This design comes from an exercise in tuning for small area, a short achievable clock period and few clock cycles per item on the open sky130 flow, not from production work. In this exercise RTL edits were held to simulation tests only and were not proved equivalent to the original.

run a:
==> flow/design.v (excerpt) <==
module tile_verify (
    input  wire         clk,
    input  wire         rst,           
    input  wire         in_valid,
    output reg          in_ready,
    input  wire [287:0] in_data,       
    input  wire [15:0]  in_tile,       
    input  wire [7:0]   in_owner,      
    input  wire [71:0]  in_side,       
    output reg          res_valid,
    output reg          res_pass,
    output reg  [2:0]   res_cause,     
    output reg  [5:0]   res_ce,        
    output reg          out_valid,
    output wire [255:0] out_data
);
Settings: LEC_CHECK=0, CAP_MARGIN=20, CORE_MARGIN=2, CORE_UTILIZATION=40, CTS_CLUSTER_DIAMETER=100, CTS_CLUSTER_SIZE=28, SLEW_MARGIN=20, SYNTH_HIERARCHICAL=1; clock period 50.0 ns.
standard.sh (not shown) runs the stock make flow with config.mk's settings and CLKGATE_MAP_FILE= SYNTH_SCRIPT=/design/flow/synth_recipe.tcl, a recipe that flattens the netlist after the stock synthesis.
==> flow/flow/run.sh <==
#!/bin/bash
# The standard layout, with the port buffers made of buf_2 cells instead of the
# delay buffers buffer_ports picks by itself. ORFS's step logs stay in orfs/logs/.
set -euo pipefail
bash standard.sh "BUFFER_PORTS_ARGS=-buffer_cell sky130_fd_sc_hd__buf_2" finish > standard.log 2>&1
Run a was carried through to the last stage, and its layout satisfied the timing, design-rule and antenna checks.
Testbench counts of run a, summed over its fixed seeds: cycles 4,161, tiles 512.
The following lists how run b was set up differently from run a:
==> flow/flow/run.sh <==
#!/bin/bash
# The standard layout, with the port buffers chosen here (flow/ports.tcl, run
# at the start of global placement in place of the standard buffer_ports call)
# instead of the delay buffers buffer_ports picks by itself.
# make's output goes to standard.log; ORFS's step logs stay in orfs/logs/.
set -euo pipefail
bash standard.sh DONT_BUFFER_PORTS=1 "PRE_GLOBAL_PLACE_TCL=$PWD/flow/ports.tcl" finish > standard.log 2>&1
==> flow/flow/ports.tcl (new file) <==
# Run at the start of global placement (PRE_GLOBAL_PLACE_TCL) in place of the
# standard port buffering, which DONT_BUFFER_PORTS=1 turns off. It does what
# global_place.tcl does, in the same order, with the buffer cells chosen here:
# remove the synthesis buffers, then buffer every port, with buf_1 on the
# inputs (each drives a register or two) and buf_2 on the outputs (each drives
# the 0.01 pF output load). remove_buffers is then made a no-op, so that
# global_place.tcl's own call cannot take the port buffers out again.
remove_buffers
buffer_ports -inputs -buffer_cell sky130_fd_sc_hd__buf_1
buffer_ports -outputs -buffer_cell sky130_fd_sc_hd__buf_2
rename remove_buffers orfs_remove_buffers_done
proc remove_buffers {args} {}
### Flow results
Summary of the comparison: portion of the layout cell area used by non-clock buffers is lower in run b, relative to run a.
The higher signed area change from the synthesized netlist to the final layout came out of run a.
Per the comparison of run b with run a, met1 usage in global routing lower; instance count after placement with tap cells included roughly the same; detailed-router iteration count before antenna repair higher; clock buffer instance count of the final layout lower.

== build 55 ==
Another version of the RTL of tile_verify (not shown whole).
For scale: about 6300 cells after synthesis.
Settings: LEC_CHECK=0, CAP_MARGIN=20, CORE_MARGIN=2, CORE_UTILIZATION=40, SLEW_MARGIN=20; clock period 50.0 ns.
==> flow/flow/run.sh <==
#!/bin/bash
# The standard layout, with the port buffers made of buf_2 cells instead of the
# delay buffers buffer_ports picks by itself. ORFS's step logs stay in orfs/logs/.
set -euo pipefail
bash standard.sh "BUFFER_PORTS_ARGS=-buffer_cell sky130_fd_sc_hd__buf_2" finish > standard.log 2>&1
Build 55: all stages complete, timing, DRC and antenna checks passed
Testbench counts of build 55, summed over its fixed seeds: cycles 4,161, tiles 512.
Edits applied to the flow inputs when going from build 55 to trial 88:
-- flow/flow/run.sh --
<<< build 55, line 5
bash standard.sh "BUFFER_PORTS_ARGS=-buffer_cell sky130_fd_sc_hd__buf_2" finish > standard.log 2>&1
>>> trial 88, line 5
bash standard.sh "BUFFER_PORTS_ARGS=-buffer_cell sky130_fd_sc_hd__buf_2" SETUP_SLACK_MARGIN=38.8 finish > standard.log 2>&1
Notes after the runs:
- The post-synthesis instance area was comparable across trial 88 and build 55.
- Setup slack: trial 88 more than build 55
- Final cell count without fillers is higher on trial 88
- Layout-stage area growth over the synthesis result in trial 88 is 3.0 points above build 55.
- Total length of routed wires in trial 88 is 0.68% higher than in build 55

Another version of the RTL of tile_verify (not shown whole).
Size: about 660 I/O pins.
clock: 50.0 ns
lec_check: 0
cap_margin: 20
core_margin: 2
core_utilization: 40
cts_cluster_diameter: 100
cts_cluster_size: 28
slew_margin: 20
synth_hierarchical: 1
==> flow/flow/run.sh <==
#!/bin/bash
# The standard layout, with the port buffers made of buf_2 cells instead of the
# delay buffers buffer_ports picks by itself. ORFS's step logs stay in orfs/logs/.
set -euo pipefail
bash standard.sh "BUFFER_PORTS_ARGS=-buffer_cell sky130_fd_sc_hd__buf_2" finish > standard.log 2>&1
Testbench counts at the start, summed over its fixed seeds: cycles 4,161, tiles 512.
Edit:
Settings changed: PLACE_DENSITY from default to 0.75.
The new run finished with timing, DRC and antenna clean.
Sequential share of layout area hardly moves.
Core utilization hardly moves.
Final area is about the same.
Global-route usage went down by 0.22 points.
Setup slack got worse by 35 ps.
Die area is unchanged.

[separate check: timing with driven ports]
In the flow no input, the clock included, has a driving cell. The finished layouts below were timed again as built, in two steps.
Step 1 (the two cells are an assumption about what drives the block):
set clk [get_ports {clk}]
set_driving_cell -lib_cell sky130_fd_sc_hd__clkbuf_16 $clk
set_driving_cell -lib_cell sky130_fd_sc_hd__buf_2 [delete_from_list [all_inputs] $clk]
Step 2 moves the port delays by t, midway between the first and last clock arrival at a register: inputs arrive t later, outputs are due t later. That takes back most of the time a late clock gives input paths.
Three values: ideal, step 1, step 2; two values: the first two.
run | t, ns | setup WS [ns] | hold slack, ns | latest minus earliest clock arrival (ns) | worst register clock-pin slew, ns
run a | 0.893 | 38.560 / 38.464 / 38.334 | 0.285 / 0.285 / 0.285 | 0.054 / 0.054 | 0.11 / 0.11
run b | 0.873 | 38.543 / 38.448 / 38.191 | 0.314 / 0.314 / 0.314 | 0.097 / 0.097 | 0.11 / 0.11
build 55 | 0.938 | 38.547 / 38.449 / 38.843 | 0.254 / 0.254 / 0.254 | 0.080 / 0.081 | 0.07 / 0.07
trial 88 | 0.940 | 38.585 / 38.485 / 38.839 | 0.256 / 0.256 / 0.256 | 0.078 / 0.078 | 0.07 / 0.07
the first run of note 3 | 0.897 | 38.558 / 38.463 / 38.372 | 0.287 / 0.287 / 0.287 | 0.071 / 0.071 | 0.11 / 0.11
the second run of note 3 | 0.890 | 38.522 / 38.430 / 38.429 | 0.280 / 0.280 / 0.280 | 0.098 / 0.098 | 0.11 / 0.11
After both steps setup and hold are still met in every run listed. For run b, which loses most, drivers alone change the setup slack by -0.095 ns; drivers and shift together by -0.352 ns.
